From an optimization exercise on the open Yosys and OpenROAD flow, aimed at small area and a short achievable clock period; shortcuts taken in it are not production practice. RTL that was checked went through simulation tests only; none was proved equivalent to the original. Only the layout flow was run in run 1; the RTL was not checked for function there.

==> flow/config.mk <==
export PLATFORM = sky130hd
export DESIGN_NAME = tim_domains
export DESIGN_NICKNAME = tim_domains
export VERILOG_FILES = /design/flow/design.v
export SDC_FILE = /design/flow/constraint.sdc
export NUM_CORES = 4
export LEC_CHECK = 0
export CAP_MARGIN = 70
export CORE_MARGIN = 2
export CORE_UTILIZATION = 40
export SLEW_MARGIN = 70
==> flow/constraint.sdc <==
create_clock -name core_clock -period 45.0 [get_ports {clk}]
set_input_delay 9.0000 -clock core_clock [delete_from_list [all_inputs] [get_ports {clk}]]
set_output_delay 9.0000 -clock core_clock [all_outputs]
set_load 0.01 [all_outputs]
==> flow/design.v <==
module tim_domain (
    input  wire        clk,
    input  wire        rst,           
    input  wire        w_time,        
    input  wire [47:0] x_sec,
    input  wire [29:0] x_ns,
    input  wire        w_load,        
    input  wire        w_pstep,       
    input  wire        w_slew,        
    input  wire [29:0] x_slew_hi,
    input  wire        w_slew_lo0,    
    input  wire        w_rate,
    input  wire [24:0] x_rate,
    input  wire        w_valid,
    input  wire        x_valid,
    input  wire        w_hold,
    input  wire        x_hold,
    input  wire        w_pend,
    input  wire        x_pend_set,
    input  wire [77:0] x_pend_data,
    input  wire        w_thr,
    input  wire [26:0] x_thr,
    input  wire        w_sstep,
    input  wire [22:0] x_sstep,
    input  wire        w_steps,
    input  wire        w_href,
    input  wire [31:0] x_cnt_a,       
    input  wire        w_jref,
    input  wire [31:0] x_cnt_b,       
    output reg  [47:0] sec,
    output reg  [29:0] ns,
    output reg  [31:0] frac,
    output reg  [24:0] rate,          
    output reg         valid,
    output reg         hold,
    output reg  [61:0] slew,
    output reg  [31:0] steps,
    output reg  [31:0] jumps_refused,
    output reg  [31:0] hold_refused,
    output reg  [26:0] thr125,        
    output reg         pend_set,
    output reg  [77:0] pend_data,
    output wire [61:0] slew_a,        
    output wire        slew_a_lnz,    
    output wire [31:0] adv_frac,      
    output wire [1:0]  adv_e,         
    output wire [31:0] p2_frac,       
    output wire [31:0] p2_r,          
    output wire [23:0] slew_ceil,     
    output wire        slew_nz
);
    reg  [22:0] sstep;
    wire [23:0] s_full = {sstep, 1'b0};
    wire [23:0] sl_lo;
    wire        sl_ge;                                   
    td_add #(.W(24), .ARCH(1)) u_slo (.a(slew[23:0]), .b(~s_full), .ci(1'b1), .s(sl_lo), .co(sl_ge));
    wire        sl_hz = (slew[61:24] == 38'd0);
    wire        sl_lt = sl_hz && !sl_ge;                 
    reg  [37:0] sl_hi;
    reg         bw;
    integer     i;
    always @* begin
        bw = !sl_ge;
        for (i = 0; i < 38; i = i + 1) begin
            sl_hi[i] = slew[24 + i] ^ bw;
            bw       = bw & !slew[24 + i];
        end
    end
    assign slew_a = sl_lt ? 62'd0 : {sl_hi, sl_lo};
    assign slew_a_lnz = slew_a[31:0] != 32'd0;
    wire [23:0] absorb = sl_lt ? slew[23:0] : s_full;
    wire [33:0] f_x = {2'b00, frac};
    wire [33:0] f_y = {{9{rate[24]}}, rate};
    wire [33:0] f_z = ~{10'd0, absorb};
    wire [33:0] f_s = f_x ^ f_y ^ f_z;
    wire [33:0] f_c = {(f_x[32:0] & f_y[32:0]) | (f_x[32:0] & f_z[32:0]) | (f_y[32:0] & f_z[32:0]), 1'b1};
    wire [33:0] f;
    td_add #(.W(34), .ARCH(1)) u_f (.a(f_s), .b(f_c), .ci(1'b0), .s(f), .co());
    assign adv_frac = f[31:0];
    assign adv_e    = 2'd2 + f[33:32];
    wire [2:0]  ns_lo = {1'b0, ns[1:0]} + {1'b0, adv_e};
    wire        wrap  = ns_lo[2] && (ns[29:2] == 28'd249999999);
    reg  [27:0] ns_up;
    reg  [47:0] sec_up;
    reg         cy1, cy2;
    integer     i1, i2;
    always @* begin
        cy1 = ns_lo[2];
        for (i1 = 0; i1 < 28; i1 = i1 + 1) begin
            ns_up[i1] = ns[2 + i1] ^ cy1;
            cy1       = cy1 & ns[2 + i1];
        end
    end
    always @* begin
        cy2 = wrap;
        for (i2 = 0; i2 < 48; i2 = i2 + 1) begin
            sec_up[i2] = sec[i2] ^ cy2;
            cy2        = cy2 & sec[i2];
        end
    end
    wire [29:0] adv_ns = wrap ? {28'd0, ns_lo[1:0]} : {ns_up, ns_lo[1:0]};
    wire [33:0] g_x = {2'b00, frac};
    wire [33:0] g_y = {{9{rate[24]}}, rate};
    wire [33:0] g_z = ~{2'b00, slew[31:0]};
    wire [33:0] g_s = g_x ^ g_y ^ g_z;
    wire [33:0] g_c = {(g_x[32:0] & g_y[32:0]) | (g_x[32:0] & g_z[32:0]) | (g_y[32:0] & g_z[32:0]), 1'b1};
    wire [33:0] g;
    td_add #(.W(34), .ARCH(1)) u_g (.a(g_s), .b(g_c), .ci(1'b0), .s(g), .co());
    assign p2_frac = g[31:0];
    wire [31:0] nh    = ~{2'b00, slew[61:32]};
    wire [2:0]  r_add = 3'd3 + {g[33], g[33:32]};
    wire [3:0]  r_lo  = {1'b0, nh[2:0]} + {1'b0, r_add};
    reg  [28:0] nh_up;
    reg         cy3;
    integer     i3;
    always @* begin
        cy3 = 1'b1;
        for (i3 = 0; i3 < 29; i3 = i3 + 1) begin
            nh_up[i3] = nh[3 + i3] ^ cy3;
            cy3       = cy3 & nh[3 + i3];
        end
    end
    assign p2_r = {r_lo[3] ? nh_up : nh[31:3], r_lo[2:0]};
    reg  [23:0] ceil_up;
    reg         cy4;
    integer     i4;
    always @* begin
        cy4 = slew[37:0] != 38'd0;
        for (i4 = 0; i4 < 24; i4 = i4 + 1) begin
            ceil_up[i4] = slew[38 + i4] ^ cy4;
            cy4         = cy4 & slew[38 + i4];
        end
    end
    assign slew_ceil = ceil_up;
    assign slew_nz   = slew != 62'd0;
    always @(posedge clk) begin
        if (w_time) begin
            sec <= x_sec;
            ns  <= x_ns;
        end else begin
            sec <= sec_up;
            ns  <= adv_ns;
        end
        frac        <= w_load ? 32'd0 : w_pstep ? p2_frac : adv_frac;
        slew[61:32] <= w_slew ? x_slew_hi : slew_a[61:32];
        slew[31:0]  <= w_slew_lo0 ? 32'd0 : slew_a[31:0];
        if (w_rate)  rate          <= x_rate;
        if (w_valid) valid         <= x_valid;
        if (w_hold)  hold          <= x_hold;
        if (w_steps) steps         <= x_cnt_a;
        if (w_href)  hold_refused  <= x_cnt_a;
        if (w_jref)  jumps_refused <= x_cnt_b;
        if (w_thr)   thr125        <= x_thr;
        if (w_sstep) sstep         <= x_sstep;
    end
    always @(posedge clk) begin
        if (w_pend && !rst) begin
            pend_set  <= x_pend_set;
            pend_data <= x_pend_data;
        end
    end
endmodule
module td_add #(
    parameter W    = 8,
    parameter ARCH = 1
) (
    input  wire [W-1:0] a,
    input  wire [W-1:0] b,
    input  wire         ci,
    output wire [W-1:0] s,
    output wire         co
);
    generate
        if (ARCH == 2) begin : g_tool
            assign {co, s} = {1'b0, a} + {1'b0, b} + {{W{1'b0}}, ci};
        end else if (ARCH == 0) begin : g_ripple
            reg [W-1:0] sr;
            reg         c;
            integer     i;
            always @* begin
                c = ci;
                for (i = 0; i < W; i = i + 1) begin
                    sr[i] = a[i] ^ b[i] ^ c;
                    c     = (a[i] & b[i]) | (c & (a[i] ^ b[i]));
                end
            end
            assign s  = sr;
            assign co = c;
        end else begin : g_bk
            reg [W-1:0] gg, pp, p0;
            integer     l, i;
            always @* begin
                p0 = a ^ b;
                gg = a & b;
                pp = p0;
                gg[0] = gg[0] | (pp[0] & ci);
                for (l = 0; (1 << l) < W; l = l + 1)
                    for (i = 0; i < W; i = i + 1)
                        if (((i + 1) % (1 << (l + 1))) == 0) begin
                            gg[i] = gg[i] | (pp[i] & gg[i - (1 << l)]);
                            pp[i] = pp[i] & pp[i - (1 << l)];
                        end
                for (l = 20; l >= 0; l = l - 1)
                    if ((2 << l) < W)
                        for (i = 0; i < W; i = i + 1)
                            if (i >= (2 << l) && ((i + 1) % (2 << l)) == (1 << l)) begin
                                gg[i] = gg[i] | (pp[i] & gg[i - (1 << l)]);
                                pp[i] = pp[i] & pp[i - (1 << l)];
                            end
            end
            assign s  = p0 ^ {gg[W-2:0], ci};
            assign co = gg[W-1];
        end
    endgenerate
endmodule
module tim_domains (
    input  wire        clk,
    input  wire        rst,             
    input  wire        cmd_valid,
    input  wire [2:0]  cmd_op,
    input  wire        cmd_dom,
    input  wire [77:0] cmd_data,
    input  wire        rd_dom,
    output wire [47:0] rd_sec,
    output wire [29:0] rd_ns,
    output wire [31:0] rd_frac,
    output wire [31:0] rd_rate,
    output wire        rd_valid,
    output wire        rd_holdover,
    output wire        rd_slewing,
    output wire [23:0] rd_slew_left,    
    output wire [31:0] rd_steps,
    output wire [31:0] rd_jumps_refused,
    output wire [31:0] rd_hold_refused
);
    localparam [2:0] OP_RATE   = 3'd0;
    localparam [2:0] OP_ADJ    = 3'd1;
    localparam [2:0] OP_SET    = 3'd2;
    localparam [2:0] OP_RESUME = 3'd3;
    localparam [2:0] OP_FORCE  = 3'd4;
    localparam [2:0] OP_THRESH = 3'd5;
    localparam [2:0] OP_SLEW   = 3'd6;
    localparam [31:0] RATE_MIN    = -32'sd8589935;
    localparam [30:0] RATE_MIN_LO = RATE_MIN[30:0];
    wire [47:0] sec   [0:1];
    wire [29:0] ns    [0:1];
    wire [31:0] frac  [0:1];
    wire [24:0] rate  [0:1];
    wire        valid [0:1];
    wire        hold  [0:1];
    wire [61:0] slew  [0:1];
    wire [31:0] steps [0:1];
    wire [31:0] jref  [0:1];
    wire [31:0] href  [0:1];
    wire [26:0] thr   [0:1];
    wire        pset  [0:1];
    wire [77:0] pdata [0:1];
    wire [61:0] slewa [0:1];
    wire        lnz   [0:1];
    wire [1:0]  ae    [0:1];
    wire [31:0] pr    [0:1];
    wire [23:0] sceil [0:1];
    wire        snz   [0:1];
    wire        w_time, w_load, w_pstep, w_slew, w_rate, w_valid, w_hold, w_pend;
    wire        w_thr, w_sstep, w_steps, w_jref, w_href;
    wire [47:0] x_sec;
    wire [29:0] x_ns;
    wire        x_slew_zero;
    wire [29:0] x_slew_hi;
    wire        x_valid;
    wire [24:0] x_rate;
    wire        x_hold;
    wire [26:0] x_thr;
    wire [22:0] x_sstep;
    wire [31:0] x_cnt_a, x_cnt_b;
    genvar d;
    generate
        for (d = 0; d < 2; d = d + 1) begin : dom
            wire hit = cmd_valid && (cmd_dom == d);
            tim_domain u_dom (
                .clk           (clk),
                .rst           (rst),
                .w_time        (rst || (hit && w_time)),
                .x_sec         (x_sec),
                .x_ns          (x_ns),
                .w_load        (rst || (hit && w_load)),
                .w_pstep       (hit && w_pstep),
                .w_slew        (rst || (hit && w_slew)),
                .x_slew_hi     (x_slew_hi),
                .w_slew_lo0    (rst || (hit && w_slew && x_slew_zero)),
                .w_rate        (rst || (hit && w_rate)),
                .x_rate        (x_rate),
                .w_valid       (rst || (hit && w_valid)),
                .x_valid       (x_valid),
                .w_hold        (rst || (hit && w_hold)),
                .x_hold        (x_hold),
                .w_pend        (hit && w_pend),
                .x_pend_set    (cmd_op == OP_SET),
                .x_pend_data   (cmd_data),
                .w_thr         (rst || (hit && w_thr)),
                .x_thr         (x_thr),
                .w_sstep       (rst || (hit && w_sstep)),
                .x_sstep       (x_sstep),
                .w_steps       (rst || (hit && w_steps)),
                .w_href        (rst || (hit && w_href)),
                .x_cnt_a       (x_cnt_a),
                .w_jref        (rst || (hit && w_jref)),
                .x_cnt_b       (x_cnt_b),
                .sec           (sec[d]),
                .ns            (ns[d]),
                .frac          (frac[d]),
                .rate          (rate[d]),
                .valid         (valid[d]),
                .hold          (hold[d]),
                .slew          (slew[d]),
                .steps         (steps[d]),
                .jumps_refused (jref[d]),
                .hold_refused  (href[d]),
                .thr125        (thr[d]),
                .pend_set      (pset[d]),
                .pend_data     (pdata[d]),
                .slew_a        (slewa[d]),
                .slew_a_lnz    (lnz[d]),
                .adv_frac      (),
                .adv_e         (ae[d]),
                .p2_frac       (),
                .p2_r          (pr[d]),
                .slew_ceil     (sceil[d]),
                .slew_nz       (snz[d])
            );
        end
    endgenerate
    wire        c       = cmd_dom;
    wire [47:0] sec_c   = sec[c];
    wire [29:0] ns_c    = ns[c];
    wire        valid_c = valid[c];
    wire        hold_c  = hold[c];
    wire [29:0] thr_c   = {thr[c], 3'd0};
    wire        pset_c  = pset[c];
    wire [77:0] pdata_c = pdata[c];
    wire [29:0] H       = slewa[c][61:32];
    wire        Lnz     = lnz[c];
    wire is_rate  = cmd_op == OP_RATE;
    wire is_adj   = cmd_op == OP_ADJ;
    wire is_set   = cmd_op == OP_SET;
    wire is_res   = cmd_op == OP_RESUME;
    wire is_force = cmd_op == OP_FORCE;
    wire is_thr   = cmd_op == OP_THRESH;
    wire is_slew  = cmd_op == OP_SLEW;
    wire is_jump  = is_adj || is_set;
    wire [47:0] set_sec = cmd_data[77:30];
    wire [29:0] set_ns  = cmd_data[29:0];
    wire [48:0] dsec;
    td_add #(.W(49), .ARCH(1)) u_dsec (.a({1'b0, set_sec}), .b(~{1'b0, sec_c}), .ci(1'b1), .s(dsec), .co());
    wire near = ((dsec[48:2] == 47'd0) && (dsec[1:0] != 2'd3)) ||
                ((dsec[48:2] == {47{1'b1}}) && dsec[1]);
    wire [2:0]  dsl = set_sec[2:0] - sec_c[2:0];
    reg  [34:0] kd;
    always @* begin
        case (dsl)
            3'd1:    kd = 35'd1000000000;
            3'd2:    kd = 35'd2000000000;
            3'd7:    kd = -35'sd1000000000;
            3'd6:    kd = -35'sd2000000000;
            default: kd = 35'd0;
        endcase
    end
    wire [32:0] ds_x = {3'd0, set_ns};
    wire [32:0] ds_y = ~{3'd0, ns_c};
    wire [32:0] ds_k = kd[32:0];
    wire [32:0] ds_s = ds_x ^ ds_y ^ ds_k;
    wire [32:0] ds_c = {(ds_x[31:0] & ds_y[31:0]) | (ds_x[31:0] & ds_k[31:0]) | (ds_y[31:0] & ds_k[31:0]), 1'b1};
    wire [32:0] dset;
    td_add #(.W(33), .ARCH(1)) u_dset (.a(ds_s), .b(ds_c), .ci(1'b0), .s(dset), .co());
    wire [32:0] delta = is_set ? dset : {cmd_data[31], cmd_data[31:0]};
    wire        d_neg = delta[32];
    wire        d_big = delta[32:30] != 3'd0;        
    wire        c1lo;
    td_add #(.W(30), .ARCH(1)) u_c1 (.a(delta[29:0]), .b(~thr_c), .ci(1'b0), .s(), .co(c1lo));
    wire        c1 = !d_neg && (d_big || c1lo);
    wire [29:0] hd;
    wire        hd_ge;                                
    td_add #(.W(30), .ARCH(1)) u_hd (.a(H), .b(~delta[29:0]), .ci(1'b1), .s(hd), .co(hd_ge));
    wire        stepcase = !d_neg && (d_big || !hd_ge);
    wire [32:0] c2_x = delta;
    wire [32:0] c2_y = {3'd0, thr_c};
    wire [32:0] c2_z = ~{3'd0, H};
    wire [32:0] c2_s = c2_x ^ c2_y ^ c2_z;
    wire [32:0] c2_c = {(c2_x[31:0] & c2_y[31:0]) | (c2_x[31:0] & c2_z[31:0]) | (c2_y[31:0] & c2_z[31:0]), !Lnz};
    wire [32:0] c2r;
    td_add #(.W(33), .ARCH(1)) u_c2 (.a(c2_s), .b(c2_c), .ci(1'b0), .s(c2r), .co());
    wire refuse   = (is_set && !near) || c1 || (d_neg && c2r[32]);
    wire jump_ok  = is_jump && valid_c && !hold_c && !refuse;
    wire jump_ref = is_jump && valid_c && !hold_c && refuse;
    wire forcing  = is_force && hold_c;
    wire fadj     = forcing && !pset_c;
    wire fset     = forcing && pset_c;
    wire load0    = is_set && !valid_c;
    wire [32:0] s_x = is_set ? 33'd0 : {3'd0, ns_c};
    wire [32:0] s_y = is_force ? {pdata_c[31], pdata_c[31:0]} :
                      is_set   ? {3'd0, set_ns} :
                                 {cmd_data[31], cmd_data[31:0]};
    wire [32:0] s_z = is_force ? {31'd0, ae[c]} : {pr[c][31], pr[c]};
    wire [32:0] s_s = s_x ^ s_y ^ s_z;
    wire [32:0] s_c = {(s_x[31:0] & s_y[31:0]) | (s_x[31:0] & s_z[31:0]) | (s_y[31:0] & s_z[31:0]), 1'b0};
    wire [32:0] s;
    td_add #(.W(33), .ARCH(1)) u_s (.a(s_s), .b(s_c), .ci(1'b0), .s(s), .co());
    function ge_c(input [32:0] x, input [32:0] cst);
        integer n;
        begin
            ge_c = 1'b1;
            for (n = 0; n < 33; n = n + 1)
                ge_c = cst[n] ? (x[n] & ge_c) : (x[n] | ge_c);
        end
    endfunction
    wire [32:0] s_u  = {~s[32], s[31:0]};
    wire ge_p3 = ge_c(s_u, 33'd3000000000 ^ (33'd1 << 32));
    wire ge_p2 = ge_c(s_u, 33'd2000000000 ^ (33'd1 << 32));
    wire ge_p1 = ge_c(s_u, 33'd1000000000 ^ (33'd1 << 32));
    wire ge_0  = !s[32];
    wire ge_m1 = ge_c(s_u, (-33'sd1000000000) ^ (33'd1 << 32));
    wire ge_m2 = ge_c(s_u, (-33'sd2000000000) ^ (33'd1 << 32));
    reg  [3:0]  k;
    always @* begin
        if      (ge_p3) k = 4'd3;
        else if (ge_p2) k = 4'd2;
        else if (ge_p1) k = 4'd1;
        else if (ge_0)  k = 4'd0;
        else if (ge_m1) k = 4'd15;
        else if (ge_m2) k = 4'd14;
        else            k = 4'd13;
    end
    reg  [29:0] kns;
    always @* begin
        case (k)
            4'd3:    kns = 30'h0d2fa200;   
            4'd2:    kns = 30'h08ca6c00;
            4'd1:    kns = 30'h04653600;
            4'd15:   kns = 30'h3b9aca00;
            4'd14:   kns = 30'h37359400;
            4'd13:   kns = 30'h32d05e00;
            default: kns = 30'd0;
        endcase
    end
    wire [29:0] st_ns;
    td_add #(.W(30), .ARCH(1)) u_stns (.a(s[29:0]), .b(kns), .ci(1'b0), .s(st_ns), .co());
    wire [3:0]  kk    = k + (is_set ? dsec[3:0] : 4'd0);
    wire [4:0]  sl5   = {2'b00, sec_c[2:0]} + {kk[3], kk};
    wire        up1   = !sl5[4] && sl5[3];
    wire        dn1   = sl5[4];
    reg  [44:0] sec_hi;
    reg         ao, az;
    integer     j1;
    always @* begin
        ao = up1;
        az = dn1;
        for (j1 = 0; j1 < 45; j1 = j1 + 1) begin
            sec_hi[j1] = sec_c[3 + j1] ^ (ao | az);
            ao         = ao & sec_c[3 + j1];
            az         = az & !sec_c[3 + j1];
        end
    end
    wire [47:0] st_sec = {sec_hi, sl5[2:0]};
    wire        loading = load0 || fset;
    wire [77:0] ld      = fset ? pdata_c : cmd_data;
    assign w_time  = loading || fadj || (jump_ok && stepcase);
    assign w_load  = loading;
    assign w_pstep = jump_ok && stepcase;
    assign x_sec   = {48{!rst}} & (loading ? ld[77:30] : st_sec);
    assign x_ns    = {30{!rst}} & (loading ? ld[29:0]  : st_ns);
    assign w_slew      = jump_ok || fset;
    assign x_slew_zero = fset || stepcase;
    assign x_slew_hi   = {30{!(x_slew_zero || rst)}} & hd;
    wire [31:0] rate_in = cmd_data[31:0];
    wire rate_hi = !rate_in[31] && ge_c({2'd0, rate_in[30:0]}, 33'd8589936);
    wire rate_lo =  rate_in[31] && !ge_c({2'd0, rate_in[30:0]}, {2'd0, RATE_MIN_LO});
    assign w_rate = is_rate && !hold_c;
    assign x_rate = {25{!rst}} & (rate_hi ? 25'd8589935 : rate_lo ? -25'sd8589935 : rate_in[24:0]);
    assign w_valid = load0;
    assign x_valid = !rst;
    assign w_hold  = jump_ref || is_res || is_force;
    assign x_hold  = jump_ref && !rst;
    assign w_pend  = jump_ref;
    wire [19:0] thr_in  = (cmd_data[19:0] == 20'd0) ? 20'd1 : cmd_data[19:0];
    assign w_thr   = is_thr;
    wire [26:0] thr125 = {thr_in, 7'd0} - {5'd0, thr_in, 2'd0} + {7'd0, thr_in};     
    assign x_thr   = ({27{!rst}} & thr125) | ({27{rst}} & 27'd125000);             
    wire [11:0] ppm_in  = cmd_data[11:0];
    wire [9:0]  ppm_eff = (ppm_in == 12'd0) ? 10'd1 : (ppm_in > 12'd1000) ? 10'd1000 : ppm_in[9:0];
    assign w_sstep = is_slew;
    wire [22:0] sstep_in = ppm_eff * 23'd4295;
    assign x_sstep = ({23{!rst}} & sstep_in) | ({23{rst}} & 23'd859000);           
    wire inc_href  = hold_c && (is_rate || (is_jump && valid_c));
    wire inc_steps = load0 || forcing || (jump_ok && stepcase);
    wire [31:0] cnt_a = (hold_c && !is_force) ? href[c] : steps[c];
    wire [31:0] cnt_b = jref[c];
    wire [31:0] inc_a, inc_b;
    wire        full_a, full_b;
    td_add #(.W(32), .ARCH(1)) u_cnta (.a(cnt_a), .b(32'd0), .ci(1'b1), .s(inc_a), .co(full_a));
    td_add #(.W(32), .ARCH(1)) u_cntb (.a(cnt_b), .b(32'd0), .ci(1'b1), .s(inc_b), .co(full_b));
    assign x_cnt_a = {32{!rst}} & (full_a ? cnt_a : inc_a);
    assign x_cnt_b = {32{!rst}} & (full_b ? cnt_b : inc_b);
    assign w_steps = inc_steps;
    assign w_jref  = jump_ref;
    assign w_href  = inc_href;
    assign rd_sec           = sec[rd_dom];
    assign rd_ns            = ns[rd_dom];
    assign rd_frac          = frac[rd_dom];
    assign rd_rate          = {{7{rate[rd_dom][24]}}, rate[rd_dom]};
    assign rd_valid         = valid[rd_dom];
    assign rd_holdover      = hold[rd_dom];
    assign rd_slewing       = snz[rd_dom];
    assign rd_slew_left     = sceil[rd_dom];
    assign rd_steps         = steps[rd_dom];
    assign rd_jumps_refused = jref[rd_dom];
    assign rd_hold_refused  = href[rd_dom];
endmodule
==> flow/run.sh <==
#!/bin/bash
# synth_recipe.tcl (not shown) runs the flow's synth.tcl, then flattens the netlist and writes it again
# the make line also repeats each setting of config.mk as NAME=value (left out here)
make -C /OpenROAD-flow-scripts/flow DESIGN_CONFIG=/design/flow/config.mk WORK_HOME=/design/flow/orfs CLKGATE_MAP_FILE= SYNTH_SCRIPT=/design/flow/synth_recipe.tcl finish
==> notes.md, run 1 <==
* Postcts setup bufs at 0
* Reg-to-Reg Start: dom[0].u_dom.sstep[1]
* Critical path type: input pin to register
* Sequential fraction of the synthesis area at 30.6%
* Core Region at 179000 um2
* Startpoint types: input pin
* Fin nets at 9129
* Initial core utilization at 40.3%
* Die Width at 428 um
* CTS clk-pin slew, worst paths at 0.06 ns
* FILL cells at 16.5k
* Post-DRT Antenna Nets at 0
* Crit-path max cell delay at 0.71 ns
* Clock latency (worst-skew pair) at 0.77 ns
* R2R Setup Slk at 25.79 ns
* DR DRC count at 0
* Worst-case clock buffer depth at 3
* Root Driver: clkbuf_16
* Ys async rst share at 0%
* Row cnt at 155
* Final setup viols at 0
* Port-buffer cells at 350
* Synth Warn # at 8
* Fmax achieved at 0.0491 GHz
* DRT Pass-1 Iters at 6
* Setup crit end kind: register
* Vias at 56.7k
* Setup TNS Final at 0 ns
* Crit Path Max Fanout at 50
* H-tree depth at 3
* Drt initial violations at 4437
* Post-synth cell types at 97
* I/O pin count at 351
* Vias in the first global route at 57.1k
* CP required at 45.68 ns
* Final Skew at 0.0373 ns
* Post-synth top area cell: edfxtp_1
* Slew Limit Fails at 0
* Synth Area per Inst at 9.74 um2
* First-pass GRT wire length at 358000 um
* Syn nets at 8815
* Clock sinks at 848
* Worst hold margin at 0.576 ns
* Routability congestion estimate at 0.943
* Met3 wire length at 13900 um
* Total GRT Usage at 25.6%
* Top-count cell post-synth: ha_1
* Period utilisation layout at 45.3%
* Met1 Wirelength at 103000 um
* TritonCTS clock tree: built
* Synth Cell Area at 72000 um2
* HP Start: dom[1].u_dom.slew[0]
* Die H at 428 um
* # Max-Cap Violations at 0
* Register area at 22000 um2
* Crit path arrival time at 21.05 ns
* Crit path time final at 20.37 ns
* Top_reg_cell synth: edfxtp_1
* Area taken by multi-input logic gates at 47200 um2
* Status: complete, no violations
* Most common cell on crit path: nor2_1
* EDFF count, synth at 504
* Layout cells sized above 1 at 13.2%
* CTS Hold Bufs at 0
* Post-CTS sizing at 0
* Post-synth top cells: 935 x ha_1, 881 x inv_1, 582 x nor2_1
* Met2 WL at 112000 um
* Register bit total from synthesis at 848
* Post-Route WL at 240000 um
* Via density at 5.58
* Grt ovf at 0
* Slowest CP cell: clkdlybuf4s50_1
* HPWL Detailed at 189000 um
* Fin util at 47.5%
* Synth Instances at 7396
* Num CTS Buffers at 103
* Top cell type's share of synthesized area at 21.0%
* Layout area overhead at 17.7%
* HP Class: register to register
* Largest net degree at the start of global routing at 76
* Hold Fails Final Rpt at 0
* Setup crit start: cmd_op[2]
* Ranking of synthesized cells by area: edfxtp_1 21%, ha_1 16%, fa_1 11%
* DR top layer: met5
* Avg WL per Cell at 23.6 um
* Die area at 183000 um2
* Initial antenna violation count at 19
* Measured slew at the worst slew-check pin at 0.528 ns
* Rel. slew slack at 64.5%
* RSZ-0062 raised after global routing: no
through the flow:
step	std cells	cell area (um2)	setup WS, ns
after floorplan	7396	72000	20.20
after detailed placement	9952	80500	23.83
after global placement	9878	78000	22.90
after CTS	10100	84100	24.57
after global routing	10200	84800	23.71
final	10200	84800	24.63
worst paths after layout:
check | endpoint | cells past startpoint
setup reg to reg | dom[0].u_dom.sec[47] | 84
hold reg to reg | dom[1].u_dom.slew[0] | 1
setup / recovery | dom[0].u_dom.ns[29] | 53
hold / removal | dom[1].u_dom.slew[0] | 1
kinds of logic after synthesis:
kind of cell             Yosys count  synth area share, %
AND/OR/NAND/NOR                 1842                 12.1
AO/OA/AOI/OAI                   1426                 12.6
adder cells (fa/ha/maj)         1334                 27.3
buffers and inverters           1211                 6.64
flip-flops                       848                 30.6
multiplexers                     472                 7.60
XOR/XNOR                         263                 3.22
registers in the layout, indices dropped and copies added (netlist names), 46 cells and up:
name and count:
dom.u_dom.sstep 46, dom.u_dom.steps 64, dom.u_dom.thr125 54, dom.u_dom.jumps_refused 64, dom.u_dom.rate 50, dom.u_dom.frac 64
dom.u_dom.sec 96, dom.u_dom.hold_refused 64, dom.u_dom.ns 60, dom.u_dom.pend_data 156, dom.u_dom.slew 124
layout by cell type, fill, tap and decap left out, types with 136 or more instances in the layout:
| cell | synthesis | layout |
|---|---|---|
| o21ai_0 | 417 | 352 |
| nand3_1 | 245 | 243 |
| clkdlybuf4s50_1 | 0 | 333 |
| edfxtp_1 | 504 | 504 |
| mux2_2 | 243 | 243 |
| inv_1 | 881 | 876 |
| dfxtp_1 | 344 | 343 |
| nand2_1 | 437 | 433 |
| nor2_1 | 582 | 571 |
| mux2i_1 | 190 | 136 |
| ha_1 | 935 | 933 |
| fa_1 | 398 | 397 |
| a21oi_1 | 298 | 242 |
critical path, delay by kind of cell:
family                     cells  cell delay [ns]
buffers and inverters          6             1.56
xor gates and xnor gates       2             0.35
adders and majority gates      6             2.38
AOI/OAI and AO/OA             22             4.98
muxes                          2             0.47
and+or+nand+nor               15             2.29
layout make-up:
type	count	area share, %
Tap cell	2355	3.48
Inverter	883	3.93
Multi-Input combinational cell	5337	55.6
Antenna cell	8	0.0236
Clock inverter	61	0.885
Timing Repair Buffer	537	6.65
Sequential cell	848	26.0
Clock buffer	135	3.44
per-layer routing:
layer,vias up,GRT usage [%]
met5,-,0
met4,14,10.9
met3,394,3.40
met2,1743,42.2
met1,27900,33.8
li1,26600,-
==> inputs of run 2 (changes only) <==
--- a/flow/design.v
+++ b/flow/design.v
@@ -99,16 +99,11 @@
         end
     end
     wire [29:0] adv_ns = wrap ? {28'd0, ns_lo[1:0]} : {ns_up, ns_lo[1:0]};
-    wire [33:0] g_x = {2'b00, frac};
-    wire [33:0] g_y = {{9{rate[24]}}, rate};
-    wire [33:0] g_z = ~{2'b00, slew[31:0]};
-    wire [33:0] g_s = g_x ^ g_y ^ g_z;
-    wire [33:0] g_c = {(g_x[32:0] & g_y[32:0]) | (g_x[32:0] & g_z[32:0]) | (g_y[32:0] & g_z[32:0]), 1'b1};
-    wire [33:0] g;
-    td_add #(.W(34), .ARCH(1)) u_g (.a(g_s), .b(g_c), .ci(1'b0), .s(g), .co());
-    assign p2_frac = g[31:0];
+    wire        p2_nb;                                    
+    td_add #(.W(32), .ARCH(1)) u_p2 (.a(f[31:0]), .b(~slew_a[31:0]), .ci(1'b1), .s(p2_frac), .co(p2_nb));
+    wire        bl    = !sl_lt && (slew[31:24] == 8'd0) && !sl_ge;
     wire [31:0] nh    = ~{2'b00, slew[61:32]};
-    wire [2:0]  r_add = 3'd3 + {g[33], g[33:32]};
+    wire [2:0]  r_add = 3'd3 + {f[33], f[33:32]} + {2'd0, bl} - {2'd0, !p2_nb};
     wire [3:0]  r_lo  = {1'b0, nh[2:0]} + {1'b0, r_add};
     reg  [28:0] nh_up;
     reg         cy3;
==> notes.md, run 2 <==
* Post-Route WL at 234000 um
* Top-count cell post-synth: ha_1
* Synth Cell Area at 70800 um2
* Register area at 22000 um2
* RSZ-0062 raised after global routing: no
* Vias in the first global route at 55.5k
* Largest register by flop count: dom.u_dom.pend_data
* Rel. slew slack at 67.1%
* Row cnt at 154
* Fmax achieved at 0.0482 GHz
* # Max-Cap Violations at 0
* Sequential fraction of the synthesis area at 31.1%
* Core Region at 176000 um2
* Clock sinks at 848
* DRT Pass-1 Iters at 5
* CTS Hold Bufs at 0
* HP Class: register to register
* H-tree depth at 3
* Top Registers: dom.u_dom.pend_data: 156 flops, dom.u_dom.slew: 124 flops, dom.u_dom.sec: 96 flops
* Syn nets at 8502
* Die Width at 425 um
* Port-buffer cells at 350
* Final setup viols at 0
* Vias at 55.3k
* Post-DRT Antenna Nets at 0
* Synth Instances at 7145
* I/O pin count at 351
* Post-synth cell types at 113
* First-pass GRT wire length at 350000 um
* Most common cell after layout, fill and taps aside: ha_1
* Avg WL per Cell at 23.7 um
* Postcts setup bufs at 0
* Clock latency (worst-skew pair) at 0.77 ns
* FILL cells at 16.5k
* HPWL Detailed at 186000 um
* Final Skew at 0.0717 ns
* Hold Crit Depth at 2
* Commonest cells after routing, fill and taps aside: 935 x ha_1, 828 x inv_1, 514 x nor2_1
* Top cell type's share of synthesized area at 21.4%
* Synth Warn # at 8
* Setup crit end kind: output port
* Layout cells sized above 1 at 13.3%
* Register bit total from synthesis at 848
* Post-CTS sizing at 0
* CTS clk-pin slew, worst paths at 0.06 ns
* Root Driver: clkbuf_16
* Final std cells w/o fill at 9890
* Drt initial violations at 4430
* TritonCTS clock tree: built
* Post-synth top cells: 937 x ha_1, 831 x inv_1, 526 x nor2_1
* Grt ovf at 0
* Measured slew at the worst slew-check pin at 0.492 ns
* Fin nets at 8810
* Slew Limit Fails at 0
* Worst-case clock buffer depth at 3
* Number of flip-flops under the largest register name at 156
* Ranking of synthesized cells by area: edfxtp_1 21%, ha_1 17%, dfxtp_1 9.7%
* Die area at 181000 um2
* Setup TNS Final at 0 ns
* Crit Path Max Fanout at 35
* Startpoint types: input pin
* Cells after DPL at 9683
* Design area at 82900 um2
* Layout area overhead at 17.0%
* Synth Area per Inst at 9.92 um2
* Post-synth top area cell: edfxtp_1
* Total GRT Usage at 25.5%
* Crit path arrival time at 11.73 ns
* Hold Fails Final Rpt at 0
* Initial antenna violation count at 24
* Worst hold margin at 0.616 ns
* Status: complete, no violations
* Routability congestion estimate at 0.967
* Largest net degree at the start of global routing at 55
* Top_reg_cell synth: edfxtp_1
* Worst r2r path cells at 92
* Period utilisation layout at 46.1%
* Crit path time final at 20.73 ns
* Critical path type: input pin to output port
* Initial core utilization at 40.2%
* DR DRC count at 0
* Ys async rst share at 0%
* Via density at 5.60
* Placed inst area at 79200 um2
* Area taken by multi-input logic gates at 46000 um2
* EDFF count, synth at 504
* Num CTS Buffers at 102
* Die H at 425 um
* CP required at 36.00 ns
-- run 2: cell count changes after synthesis, sizes merged, moves of 46 or more --
cell | before | now
o21ai | 463 | 313
fa | 398 | 334
mux2 | 247 | 303
nor2 | 583 | 527
inv | 882 | 835
or2 | 64 | 18
-- run 2: per-layer routing --
layer	wire length, um	share of wire [%]	GRT usage [%]	vias up
met5	80	0.034	0	-
met4	8760	3.7	9.54	12
met3	13800	5.9	3.63	347
met2	109000	46	41.7	1743
met1	103000	44	34.3	27200
li1	-	-	-	26000
-- run 2: kinds of logic after synthesis --
| kind of cell | share of synthesized area (%) |
|---|---|
| flip-flops | 31.1 |
| AND/OR/NAND/NOR | 11.8 |
| XOR/XNOR | 3.21 |
| adder cells (fa/ha/maj) | 26.0 |
| multiplexers | 8.75 |
| AO/OA/AOI/OAI | 12.8 |
| buffers and inverters | 6.38 |
-- run 2: final timing paths --
check,start,to,slack [ns]
worst max-delay path,rd_dom,rd_ns[1],24.27
worst min-delay path,dom[0].u_dom.slew[0],dom[0].u_dom.slew[0],0.62
worst max register to register,dom[1].u_dom.sstep[1],dom[1].u_dom.ns[29],24.71
worst min register to register,dom[0].u_dom.slew[0],dom[0].u_dom.slew[0],0.62
-- run 2: metrics by stage --
step / util (%) / worst slack (ns)
after floorplan: - / 20.29
final: 47.1 / 24.27
after global placement: 43.6 / 23.49
after detailed placement: 45.0 / 24.25
after global routing: 47.0 / 23.37
after CTS: 46.9 / 24.23
-- run 2: final cells by class --
| cell class | instances | share of cell area, % |
|---|---|---|
| tap | 2340 | 3.53 |
| multi-input combinational | 5147 | 55.5 |
| sequential | 848 | 26.6 |
| inverter | 836 | 3.80 |
| antenna | 10 | 0.0302 |
| timing repair buffer | 518 | 6.47 |
| clock inverter | 52 | 0.624 |
| clock buffer | 139 | 3.44 |
-- run 2: worst max-delay path, cell delays in order --
cell             delay (ns)
buf_8                  0.18
buf_12                 0.24
buf_12                 0.24
buf_8                  0.30
buf_12                 0.24
buf_8                  0.21
buf_12                 0.21
mux2_2                 0.44
clkdlybuf4s50_1        0.55
==> inputs of run 3 (changes only) <==
==> flow/flow/run.sh (new file) <==
#!/bin/bash
# The standard layout (standard.sh, all steps, its own synthesis), with
# one change: the buffer that ORFS puts on every input and output port is a
# plain sky130_fd_sc_hd__buf_2 rather than the cell buffer_ports picks by
# itself (a clkdlybuf4s50_1 delay buffer, 0.5 ns on every port). The clock,
# its period and all constraints are the standard flow's, unchanged. make's output goes
# to standard.log, each tool's to orfs/logs/.
set -euo pipefail
bash standard.sh "BUFFER_PORTS_ARGS=-buffer_cell sky130_fd_sc_hd__buf_2" finish > standard.log 2>&1
==> flow/standard.sh (new file) <==
#!/bin/bash
# synth_recipe.tcl (not shown) runs the flow's synth.tcl, then flattens the netlist and writes it again
# the make line also repeats each setting of config.mk as NAME=value (left out here)
make -C /OpenROAD-flow-scripts/flow DESIGN_CONFIG=/design/flow/config.mk WORK_HOME=/design/flow/orfs CLKGATE_MAP_FILE= SYNTH_SCRIPT=/design/flow/synth_recipe.tcl "${@:-finish}"
removed: flow/run.sh
==> notes.md, run 3 <==
* Synth Area in Compound Gates at 12.8%
* CTS clk-pin slew, worst paths at 0.06 ns
* Setup crit start: dom[1].u_dom.sstep[1]
* Pre-CTS WS at 24.63 ns
* Vias in the first global route at 55.1k
* Layout cells sized above 1 at 17.6%
* Register bit total from synthesis at 848
* Clock latency (worst-skew pair) at 0.75 ns
* Design area at 81300 um2
* Grt ovf at 0
* Fin util at 46.1%
* Main combinational cell family by area after synthesis: adder cells
* Top_reg_cell synth: edfxtp_1
* HP Start: dom[0].u_dom.sec[47]
* Crit Path Max Fanout at 54
* Initial core utilization at 40.2%
* Reg-to-Reg Start: dom[1].u_dom.sstep[1]
* EDFF count, synth at 504
* Top Registers: dom.u_dom.pend_data: 156 flops, dom.u_dom.slew: 124 flops, dom.u_dom.sec: 96 flops
* Worst-case clock buffer depth at 3
* Initial antenna violation count at 27
* Startpoint types: register
* Sequential fraction of the synthesis area at 31.1%
* Syn nets at 8502
* First-pass GRT wire length at 350000 um
* Via density at 5.63
* Post-synth cell types at 113
* Crit-path max cell delay at 0.53 ns
* Number of flip-flops under the largest register name at 156
* Measured slew at the worst slew-check pin at 0.497 ns
* Total GRT Usage at 25.5%
* Layout area overhead at 14.7%
* Avg WL per Cell at 23.7 um
* Post-synthesis xor/xnor area fraction at 3.21%
* Post-Route WL at 234000 um
* Slowest CP cell: fa_1
* Simple-gate portion of the synthesized area at 11.8%
* Hold Fails Final Rpt at 0
* Most common cell on crit path: a21oi_1
* Drt initial violations at 4571
* Clock sinks at 848
* Root Driver: clkbuf_16
* HP Class: register to register
* Fmax achieved at 0.0493 GHz
* Critical path type: register to register
* Mux contribution to synthesized area at 8.75%
* Period utilisation layout at 45.1%
* DRT Pass-1 Iters at 6
* Synth Area per Inst at 9.92 um2
* Setup crit end kind: register
* Core Region at 176000 um2
* CTS Hold Bufs at 0
* Final setup viols at 0
* CP required at 45.69 ns
* Setup TNS Final at 0 ns
* Status: complete, no violations
* Vias at 55.6k
* Top-count cell post-synth: ha_1
* Top cell type's share of synthesized area at 21.4%
* Post-CTS sizing at 0
* Port-buffer cells at 350
* HPWL Detailed at 185000 um
* H-tree depth at 3
* Fin nets at 8799
* Rel. slew slack at 66.6%
* Crit path arrival time at 21.00 ns
* Synth Warn # at 8
* Synth Area in Adders at 26.0%
* Crit path time final at 20.30 ns
* Row cnt at 154
* RSZ-0062 raised after global routing: no
* Largest register by flop count: dom.u_dom.pend_data
* Post-DRT Antenna Nets at 0
* Commonest cells after routing, fill and taps aside: 935 x ha_1, 826 x inv_1, 514 x nor2_1
* Synth Cell Area at 70800 um2
* I/O pin count at 351
* Placed inst area at 77300 um2
* Synth Instances at 7145
* Final worst slack at 24.70 ns
* Final Skew at 0.0333 ns
* Ranking of synthesized cells by area: edfxtp_1 21%, ha_1 17%, dfxtp_1 9.7%
* Post-synth top cells: 937 x ha_1, 831 x inv_1, 526 x nor2_1
* Post-synth top area cell: edfxtp_1
* Postcts setup bufs at 0
* Die Width at 425 um
* # Max-Cap Violations at 0
* Num CTS Buffers at 101
* TritonCTS clock tree: built
* Most common cell after layout, fill and taps aside: ha_1
* Largest net degree at the start of global routing at 75
* Die area at 181000 um2
* DR DRC count at 0
* Die H at 425 um
* Routability congestion estimate at 0.975
* Slew Limit Fails at 0
* Ys async rst share at 0%
run 3: cell counts after synthesis:
Identical to the previous run, type by type.
run 3: final timing paths:
check / slack (ns) / cells past startpoint / endpoint
min reg2reg: 0.60 / 2 / dom[0].u_dom.sec[47]
max reg2reg: 24.70 / 91 / dom[0].u_dom.ns[29]
max: 24.70 / 91 / dom[0].u_dom.ns[29]
min: 0.60 / 2 / dom[0].u_dom.sec[47]
run 3: area by class of cell:
cell class	instances	area (um2)
multi-input combinational	5147	46000
fill	16600	94800
timing repair buffer	508	3650
sequential	848	22000
clock buffer	127	2760
tap	2340	2930
antenna	15	37.5
inverter	836	3150
clock inverter	65	702
run 3: metal layers:
layer | up-vias | GRT usage, % | wire (um)
li1 | 26000 | - | -
met4 | 14 | 9.68 | 8990
met5 | - | 0 | 90
met2 | 1841 | 40.9 | 108000
met1 | 27500 | 34.7 | 102000
met3 | 352 | 3.54 | 15300
run 3: through the flow:
step,hold slack (ns),instances
after floorplan,0.464,7145
after global placement,0.589,9604
after detailed placement,0.586,9666
after CTS,0.597,9858
after global routing,0.627,9882
final,0.598,9886
run 3: kinds of logic after synthesis:
family | count (synthesis)
xor+xnor | 258
simple gates | 1715
compound gates | 1374
buf+inv | 1150
mux | 529
fa+ha+maj | 1271
flops | 848
run 3: critical path, delay by kind of cell (launching register included):
kind	cells	cell delay [ns]
compound gates	44	9.36
fa+ha+maj	14	5.07
simple gates	22	3.41
buf+inv	7	1.20
xor+xnor	4	0.73
flops	1	0.37
==> inputs of run 4 (changes only) <==
==> flow/flow/run.sh (replaced) <==
#!/bin/bash
# The standard layout (standard.sh, all steps, its own synthesis), with
# two changes:
# - the buffer that ORFS puts on every input and output port is a plain
#   sky130_fd_sc_hd__buf_2 rather than the cell buffer_ports picks by itself
#   (a clkdlybuf4s50_1 delay buffer, 0.5 ns on every port);
# - ORFS's timing repair aims for SETUP_SLACK_MARGIN ns of setup slack on
#   the worst path (TNS_END_PERCENT 0: the worst path only), so that it also
#   shortens the paths that set the achieved period.
# The clock, its period and all constraints are the standard flow's, unchanged. make's
# output goes to standard.log, each tool's to orfs/logs/.
set -euo pipefail
bash standard.sh "BUFFER_PORTS_ARGS=-buffer_cell sky130_fd_sc_hd__buf_2" \
    SETUP_SLACK_MARGIN=26 TNS_END_PERCENT=0 finish > standard.log 2>&1
==> notes.md, run 4 <==
* Drt initial violations at 3722
* Post-DRT Antenna Nets at 0
* Total GRT Usage at 25.5%
* Port-buffer cells at 350
* Crit path time final at 19.25 ns
* Synth Warn # at 8
* Final Skew at 0.0345 ns
* Initial core utilization at 40.2%
* Sequential fraction of the synthesis area at 31.1%
* Die area at 181000 um2
* Hold Fails Final Rpt at 0
* EDFF count, synth at 504
* Register bit total from synthesis at 848
* CP Buf/Inv Count at 6
* Commonest cells after routing, fill and taps aside: 921 x ha_1, 816 x inv_1, 507 x nor2_1
* Num CTS Buffers at 99
* Syn nets at 8502
* Largest net degree at the start of global routing at 66
* Rel. slew slack at 66.6%
* # Max-Cap Violations at 0
* Clock latency (worst-skew pair) at 0.75 ns
* DR DRC count at 0
* Status: complete, no violations
* Synth Area in Adders at 26.0%
* Crit Path Max Fanout at 8
* Measured slew at the worst slew-check pin at 0.500 ns
* Largest register by flop count: dom.u_dom.pend_data
* Die H at 425 um
* Layout cells sized above 1 at 19.8%
* Mux contribution to synthesized area at 8.75%
* Setup TNS Final at 0 ns
* Worst r2r path cells at 87
* CP cell instances: buf_12 > buf_16 > buf_16 > buf_12 > buf_16 > mux2_4 > buf_6
* Vias at 55.6k
* DRT Pass-1 Iters at 5
* Die Width at 425 um
* Root Driver: clkbuf_16
* Grt ovf at 0
* Post-synth top cells: 937 x ha_1, 831 x inv_1, 526 x nor2_1
* Final worst slack at 25.75 ns
* Pre-CTS WS at 24.91 ns
* Hold Crit Depth at 2
* Core Region at 176000 um2
* Routability congestion estimate at 0.971
* Post-Route WL at 236000 um
* Top Registers: dom.u_dom.pend_data: 156 flops, dom.u_dom.slew: 124 flops, dom.u_dom.sec: 96 flops
* First-pass GRT wire length at 349000 um
* Fmax achieved at 0.0519 GHz
* I/O pin count at 351
* Top_reg_cell synth: edfxtp_1
* HPWL Detailed at 182000 um
* Period utilisation layout at 42.8%
* CTS clk-pin slew, worst paths at 0.07 ns
* Initial antenna violation count at 31
* Worst-case clock buffer depth at 3
* Setup crit end kind: output port
* Slowest CP cell: mux2_4
* RSZ-0062 raised after global routing: yes
* Synth Instances at 7145
* Simple-gate portion of the synthesized area at 11.8%
* Critical path type: input pin to output port
* Avg WL per Cell at 23.8 um
* Vias in the first global route at 55.6k
* Post-synthesis xor/xnor area fraction at 3.21%
* Crit-path max cell delay at 0.37 ns
* Most common cell on crit path: buf_16
* Via density at 5.60
* Post-synth top area cell: edfxtp_1
* Post-synth cell types at 113
* Row cnt at 154
* Slew Limit Fails at 0
* Main combinational cell family by area after synthesis: adder cells
* CP required at 36.00 ns
* Most common cell after layout, fill and taps aside: ha_1
* Ys async rst share at 0%
* Final setup viols at 0
* H-tree depth at 3
* Crit path max-delay family: buffers and inverters
* Synth Area per Inst at 9.92 um2
* Ranking of synthesized cells by area: edfxtp_1 21%, ha_1 17%, dfxtp_1 9.7%
* Fin nets at 8856
* Clock sinks at 848
* Startpoint types: input pin
* Layout area overhead at 17.0%
* HP Class: register to register
* Number of flip-flops under the largest register name at 156
* CP Depth at 7
* TritonCTS clock tree: built
* Top cell type's share of synthesized area at 21.4%
* Top-count cell post-synth: ha_1
* Synth Cell Area at 70800 um2
* Synth Area in Compound Gates at 12.8%
* Crit path arrival time at 10.25 ns
run 4: worst reg2reg max path, delay by kind of cell, from the launching register on:
family,cells,cell delay (ns)
AO/OA/AOI/OAI,43,8.62
XOR/XNOR,3,0.54
adder cells (fa/ha/maj),14,4.89
buffers and inverters,10,1.29
flip-flops,1,0.41
multiplexers,1,0.33
AND/OR/NAND/NOR,16,2.27
run 4: layer usage:
metal  global-route usage (%)  vias up  wire length, um
met3                     3.63      439            14000
met4                     11.4       20            11000
li1                         -    26100                -
met5                        0        -              131
met1                     33.0    27400            99400
met2                     42.1     1733           112000
run 4: stage by stage:
stage / cell area (um2) / hold slack [ns] / utilization, % / instances
floorplan: 71100 / 0.464 / - / 7145
global placement: 75100 / 0.591 / 42.6 / 9599
detailed placement: 77300 / 0.584 / 43.9 / 9665
CTS: 81600 / 0.597 / 46.3 / 9879
global route: 82900 / 0.644 / 47.1 / 9937
finish: 82900 / 0.599 / 47.1 / 9941
run 4: kinds of logic after synthesis:
family | Yosys count
fa+ha+maj | 1271
mux | 529
xor+xnor | 258
compound gates | 1374
simple gates | 1715
buf+inv | 1150
flops | 848
run 4: path summary, 6_finish.rpt:
path,from,slack [ns],endpoint
max reg2reg,dom[0].u_dom.sstep[1],26.54,dom[1].u_dom.ns[23]
min,dom[1].u_dom.sec[47],0.60,dom[1].u_dom.sec[47]
min reg2reg,dom[1].u_dom.sec[47],0.60,dom[1].u_dom.sec[47]
max,rd_dom,25.75,rd_valid
run 4: layout make-up:
class                   instances  area (um2)
clock buffers                 126        2710
well taps                    2340        2930
multi-input cells            5147       46700
repair buffers                567        4660
diodes                         17        42.5
inverters                     836        3150
clock inverters                60         703
fillers                     16400       93200
flip-flops and latches        848       22000
run 4: repair_timing:
| action | in CTS | in global routing |
|---|---|---|
| gates resized for setup | 68 | 96 |
| hold buffers | 0 | 0 |
| buffers inserted | 16 | 35 |
| cloned | 12 | 6 |
| setup endpoints to repair | 248 | 378 |
| pin swaps | 12 | 82 |
==> inputs of run 5 (changes only) <==
==> flow/config.mk (replaced) <==
export PLATFORM = sky130hd
export DESIGN_NAME = tim_domains
export DESIGN_NICKNAME = tim_domains
export VERILOG_FILES = /design/flow/design.v
export SDC_FILE = /design/flow/constraint.sdc
export NUM_CORES = 4
export LEC_CHECK = 0
export CAP_MARGIN = 20
export CORE_MARGIN = 2
export CORE_UTILIZATION = 50
export SLEW_MARGIN = 20
==> notes.md, run 5 <==
* Post-synth cell types at 113
* Number of flip-flops under the largest register name at 156
* Synth Warn # at 8
* Period utilisation layout at 42.6%
* Hold Crit Depth at 2
* Critical path type: input pin to output port
* Total GRT Usage at 31.9%
* Fin util at 56.8%
* FILL cells at 12.4k
* Initial antenna violation count at 27
* Measured slew at the worst slew-check pin at 1.11 ns
* Core Region at 141000 um2
* Crit path arrival time at 10.19 ns
* Vias at 56.2k
* Worst-case clock buffer depth at 3
* Main combinational cell family by area after synthesis: adder cells
* Hold Fails Final Rpt at 0
* Sequential fraction of the synthesis area at 31.1%
* Cells after DPL at 9150
* Syn nets at 8502
* Commonest cells after routing, fill and taps aside: 923 x ha_1, 818 x inv_1, 512 x nor2_1
* Row cnt at 138
* Status: complete, no violations
* Root Driver: clkbuf_16
* Mux contribution to synthesized area at 8.75%
* Clock sinks at 848
* Post-DRT Antenna Nets at 0
* CP required at 36.00 ns
* Register bit total from synthesis at 848
* DR DRC count at 0
* Slew Limit Fails at 0
* Via density at 5.96
* Worst min-delay path endpoint: dom[0].u_dom.slew[0]
* Setup TNS Final at 0 ns
* Crit Path Max Fanout at 49
* Initial core utilization at 50.2%
* EDFF count, synth at 504
* Synth Area in Adders at 26.0%
* TritonCTS clock tree: built
* Rel. slew slack at 25.8%
* Final setup viols at 0
* I/O pin count at 351
* Layout area overhead at 13.1%
* CTS Hold Bufs at 0
* Die Width at 380 um
* Largest net degree at the start of global routing at 93
* Die area at 145000 um2
* Crit path time final at 19.19 ns
* Die H at 380 um
* Reg-to-Reg Start: dom[0].u_dom.sstep[1]
* # Max-Cap Violations at 0
* HPWL Detailed at 178000 um
* Top Registers: dom.u_dom.pend_data: 156 flops, dom.u_dom.slew: 124 flops, dom.u_dom.sec: 96 flops
* Final std cells w/o fill at 9428
* Post-synth top cells: 937 x ha_1, 831 x inv_1, 526 x nor2_1
* Synth Area per Inst at 9.92 um2
* Worst r2r path cells at 77
* Top-count cell post-synth: ha_1
* Top_reg_cell synth: edfxtp_1
* Top cell type's share of synthesized area at 21.4%
* RSZ-0062 raised after global routing: yes
* Drt initial violations at 5191
* Grt ovf at 0
* Fmax achieved at 0.0521 GHz
* Post-Route WL at 238000 um
* Most common cell after layout, fill and taps aside: ha_1
* Synth Instances at 7145
* Ranking of synthesized cells by area: edfxtp_1 21%, ha_1 17%, dfxtp_1 9.7%
* Fin nets at 8794
* Routability congestion estimate at 0.971
* Clock latency (worst-skew pair) at 0.76 ns
* Port-buffer cells at 350
* Ys async rst share at 0%
* Reg2reg end: dom[0].u_dom.sec[28]
* Post-synthesis xor/xnor area fraction at 3.21%
* Synth Area in Compound Gates at 12.8%
* Synth Cell Area at 70800 um2
* DRT Pass-1 Iters at 5
* Simple-gate portion of the synthesized area at 11.8%
* Avg WL per Cell at 25.2 um
* First-pass GRT wire length at 349000 um
* Largest register by flop count: dom.u_dom.pend_data
* Setup crit end kind: output port
* Vias in the first global route at 54.7k
* H-tree depth at 3
* CTS clk-pin slew, worst paths at 0.06 ns
* HP Start: dom[0].u_dom.slew[0]
* Post-synth top area cell: edfxtp_1
* HP Class: register to register
* Startpoint types: input pin
* Num CTS Buffers at 104
* Layout cells sized above 1 at 17.0%
* Final Skew at 0.0683 ns
* R2R Setup Slk at 26.61 ns
-- run 5: how the worst max path moves through the flow --
stage	slack, ns	startpoint	to
finish	25.81	rd_dom	rd_rate[3]
global route	25.76	dom[0].u_dom.sstep[1]	dom[0].u_dom.ns[29]
CTS	25.84	rd_dom	rd_sec[3]
detailed placement	24.10	rd_dom	rd_slew_left[10]
global placement	24.15	rd_dom	rd_ns[23]
floorplan	25.38	cmd_dom	dom[0].u_dom.pend_data[0]
-- run 5: final cells by class --
class / instances / area (um2) / area share [%]
Clock inverter: 72 / 825 / 1.03
Timing Repair Buffer: 494 / 3520 / 4.39
Inverter: 836 / 3150 / 3.93
Tap cell: 1890 / 2360 / 2.95
Clock buffer: 126 / 2750 / 3.43
Sequential cell: 848 / 22000 / 27.5
Antenna cell: 9 / 22.5 / 0.0281
Multi-Input combinational cell: 5153 / 45500 / 56.8
-- run 5: logic make-up (layout without fill, tap and decap cells) --
family | Yosys count | after routing
AOI/OAI and AO/OA | 1374 | 1380
DFF | 848 | 848
and+or+nand+nor | 1715 | 1715
muxes | 529 | 529
xor gates and xnor gates | 258 | 258
buffers and inverters | 1150 | 1528
adders and majority gates | 1271 | 1271
other | 0 | 9
-- run 5: metrics by stage --
step	hold slack (ns)	setup WS, ns	cell area, um2
floorplan	0.464	25.38	71100
global placement	0.529	24.15	74500
detailed placement	0.519	24.10	74600
CTS	0.530	25.84	79000
global route	0.572	25.76	80100
finish	0.542	25.81	80100
-- run 5: per-layer routing --
metal | part of all wire (%) | up-vias | GRT usage (%)
met4 | 3.4 | 16 | 9.94
met2 | 44 | 2253 | 49.5
li1 | - | 26000 | -
met5 | 0.041 | - | 0
met1 | 44 | 27600 | 45.6
met3 | 8.2 | 374 | 4.85
-- run 5: repair_timing --
action                     in CTS  in global routing
pin swaps                      18                 69
gates resized for setup        79                169
setup endpoints to repair     709                600
gates cloned                   13                  9
buffers inserted               20                 28
-- run 5: critical path, cell delays in order --
cell and delay (ns):
buf_16 0.14, buf_16 0.22, o21ai_0 0.53, buf_2 0.25
==> inputs of run 6 (changes only) <==
--- a/flow/config.mk
+++ b/flow/config.mk
@@ -7,5 +7,6 @@
 export LEC_CHECK = 0
 export CAP_MARGIN = 20
 export CORE_MARGIN = 2
-export CORE_UTILIZATION = 50
+export CORE_UTILIZATION = 40
+export CTS_BUF_LIST = sky130_fd_sc_hd__clkbuf_4 sky130_fd_sc_hd__clkbuf_8
 export SLEW_MARGIN = 20
==> notes.md, run 6 <==
* Rel. slew slack at 19.5%
* Setup crit end kind: output port
* Startpoint types: input pin
* Status: complete, no violations
* Hold Fails Final Rpt at 0
* Die H at 425 um
* Syn nets at 8502
* Crit path time final at 19.17 ns
* TritonCTS clock tree: built
* EDFF count, synth at 504
* Final setup viols at 0
* Hold Crit Depth at 2
* Top_reg_cell synth: edfxtp_1
* Commonest cells after routing, fill and taps aside: 921 x ha_1, 818 x inv_1, 514 x nor2_1
* HPWL Detailed at 178000 um
* Setup TNS Final at 0 ns
* H-tree depth at 4
* Worst r2r path cells at 89
* Setup crit start: rd_dom
* Fmax achieved at 0.0522 GHz
* Die Width at 425 um
* Total GRT Usage at 25.8%
* CTS Hold Bufs at 0
* Initial core utilization at 40.2%
* Crit Path Max Fanout at 16
* Core Region at 176000 um2
* Via density at 5.62
* Register area at 22000 um2
* Root Driver: clkbuf_8
* First-pass GRT wire length at 351000 um
* Fin util at 45.8%
* Post-DRT Antenna Nets at 0
* Layout area overhead at 13.7%
* Top Registers: dom.u_dom.pend_data: 156 flops, dom.u_dom.slew: 124 flops, dom.u_dom.sec: 96 flops
* Fin nets at 8849
* Largest register by flop count: dom.u_dom.pend_data
* Ranking of synthesized cells by area: edfxtp_1 21%, ha_1 17%, dfxtp_1 9.7%
* Clock latency (worst-skew pair) at 0.94 ns
* Post-Route WL at 239000 um
* Synth Instances at 7145
* Largest net degree at the start of global routing at 77
* RSZ-0062 raised after global routing: yes
* Synth Area per Inst at 9.92 um2
* Placed inst area at 75100 um2
* Worst hold margin at 0.602 ns
* Ys async rst share at 0%
* Layout cells sized above 1 at 18.2%
* Initial antenna violation count at 32
* Slew Limit Fails at 0
* Synth Cell Area at 70800 um2
* DRT Pass-1 Iters at 5
* Top-count cell post-synth: ha_1
* Period utilisation layout at 42.6%
* Die area at 181000 um2
* Row cnt at 154
* Reg2reg end: dom[1].u_dom.ns[29]
* Number of flip-flops under the largest register name at 156
* Vias at 56.1k
* Clock sinks at 848
* HP Class: register to register
* Final Skew at 0.0638 ns
* Top cell type's share of synthesized area at 21.4%
* Port-buffer cells at 350
* I/O pin count at 351
* Grt ovf at 0
* # Max-Cap Violations at 0
* Num CTS Buffers at 157
* Routability congestion estimate at 0.971
* R2R Setup Slk at 26.63 ns
* Reg-to-Reg Start: dom[1].u_dom.sstep[1]
* Synth Warn # at 8
* Crit path capture: rd_frac[23]
* Design area at 80600 um2
* Post-synth top cells: 937 x ha_1, 831 x inv_1, 526 x nor2_1
* Area taken by multi-input logic gates at 45600 um2
* Sequential fraction of the synthesis area at 31.1%
* Vias in the first global route at 55.8k
* Measured slew at the worst slew-check pin at 1.20 ns
* Avg WL per Cell at 23.9 um
* CTS clk-pin slew, worst paths at 0.06 ns
* Critical path type: input pin to output port
* Most common cell after layout, fill and taps aside: ha_1
* Post-synth cell types at 113
* Drt initial violations at 4123
* Crit path arrival time at 10.17 ns
* Worst-case clock buffer depth at 3
* Post-synth top area cell: edfxtp_1
* CP required at 36.00 ns
* FILL cells at 16.8k
* DR DRC count at 0
* Register bit total from synthesis at 848
run 6: cell counts after synthesis:
Identical to the previous run, type by type.
run 6: worst min path at each step:
stage	start	endpoint	slack, ns
6_report	dom[1].u_dom.sec[47]	dom[1].u_dom.sec[47]	0.60
2_1_floorplan	dom[1].u_dom.slew[0]	dom[1].u_dom.slew[0]	0.46
4_1_cts	dom[1].u_dom.sec[47]	dom[1].u_dom.sec[47]	0.60
5_1_grt	dom[1].u_dom.slew[27]	dom[1].u_dom.slew[27]	0.64
3_3_place_gp	dom[1].u_dom.sec[47]	dom[1].u_dom.sec[47]	0.59
3_5_place_dp	dom[1].u_dom.sec[47]	dom[1].u_dom.sec[47]	0.59
run 6: cell type report:
type	count	share of cell area, %
multi-input combinational	5150	56.5
sequential	848	27.3
timing repair buffer	499	4.29
inverter	836	3.91
tap	2340	3.63
clock buffer	224	3.43
clock inverter	65	0.797
antenna	25	0.0776
run 6: per-stage QoR:
step | instances | setup WS, ns
final | 9987 | 25.83
after global routing | 9977 | 25.75
after CTS | 9924 | 25.85
after detailed placement | 9599 | 23.56
after global placement | 9599 | 23.63
after floorplan | 7145 | 25.38
run 6: repair_timing:
item,CTS,global route
setup endpoints to repair,582,494
resized for setup,121,124
pin swaps,30,82
cloned,16,7
hold endpoints to repair,0,0
buffers inserted,20,30
run 6: per-layer routing:
layer | part of all wire (%) | routed length [um] | track usage [%] | vias to the layer above
li1 | - | - | - | 26100
met1 | 42 | 99500 | 32.7 | 27600
met2 | 47 | 111000 | 42.0 | 1907
met3 | 6.4 | 15400 | 4.69 | 489
met4 | 5.3 | 12600 | 13.0 | 14
met5 | 0.036 | 85 | 0 | -
run 6: critical path, cell delays in order:
cell,delay [ns]
buf_16,0.13
buf_16,0.15
buf_4,0.16
bufbuf_16,0.30
o21ai_1,0.22
buf_2,0.19
run 6: cells by family after synthesis:
kind of cell             share of synthesized area (%)
buffers and inverters                             6.38
flip-flops                                        31.1
AND/OR/NAND/NOR                                   11.8
adder cells (fa/ha/maj)                           26.0
AO/OA/AOI/OAI                                     12.8
XOR/XNOR                                          3.21
multiplexers                                      8.75

what the ideal ports hide:
The flow's constraints put no driver on any port. The routed layouts listed below were extracted and timed again, unchanged, in two steps.
Step 1 sets driving cells, clkbuf_16 on the clock port and buf_2 on the other inputs (assumed; they add their load-dependent delay and slew).
Step 2 moves the port delays by t, midway between the first and last clock arrival at a register: inputs arrive t later, outputs are due t later. That takes back most of the time a late clock gives input paths.
a / b / c = ideal ports / drivers / drivers and shift; a / b = the first two.
| run | t (ns) | setup slack, ns | worst hold slack (ns) |
|---|---|---|---|
| run 1 | 0.846 | 24.631 / 24.630 / 23.797 | 0.576 / 0.576 / 0.576 |
| run 2 | 0.817 | 24.274 / 24.225 / 24.225 | 0.616 / 0.616 / 0.616 |
| run 3 | 0.818 | 24.698 / 24.681 / 24.418 | 0.598 / 0.598 / 0.598 |
| run 4 | 0.807 | 25.748 / 25.699 / 25.511 | 0.599 / 0.599 / 0.599 |
| run 5 | 0.815 | 25.814 / 25.568 / 25.266 | 0.542 / 0.542 / 0.542 |
| run 6 | 0.985 | 25.828 / 25.500 / 25.203 | 0.602 / 0.602 / 0.602 |
After both steps every run listed still meets setup and hold. For run 1, which loses most, drivers alone change the setup slack by -0.001 ns; drivers and shift together by -0.834 ns.
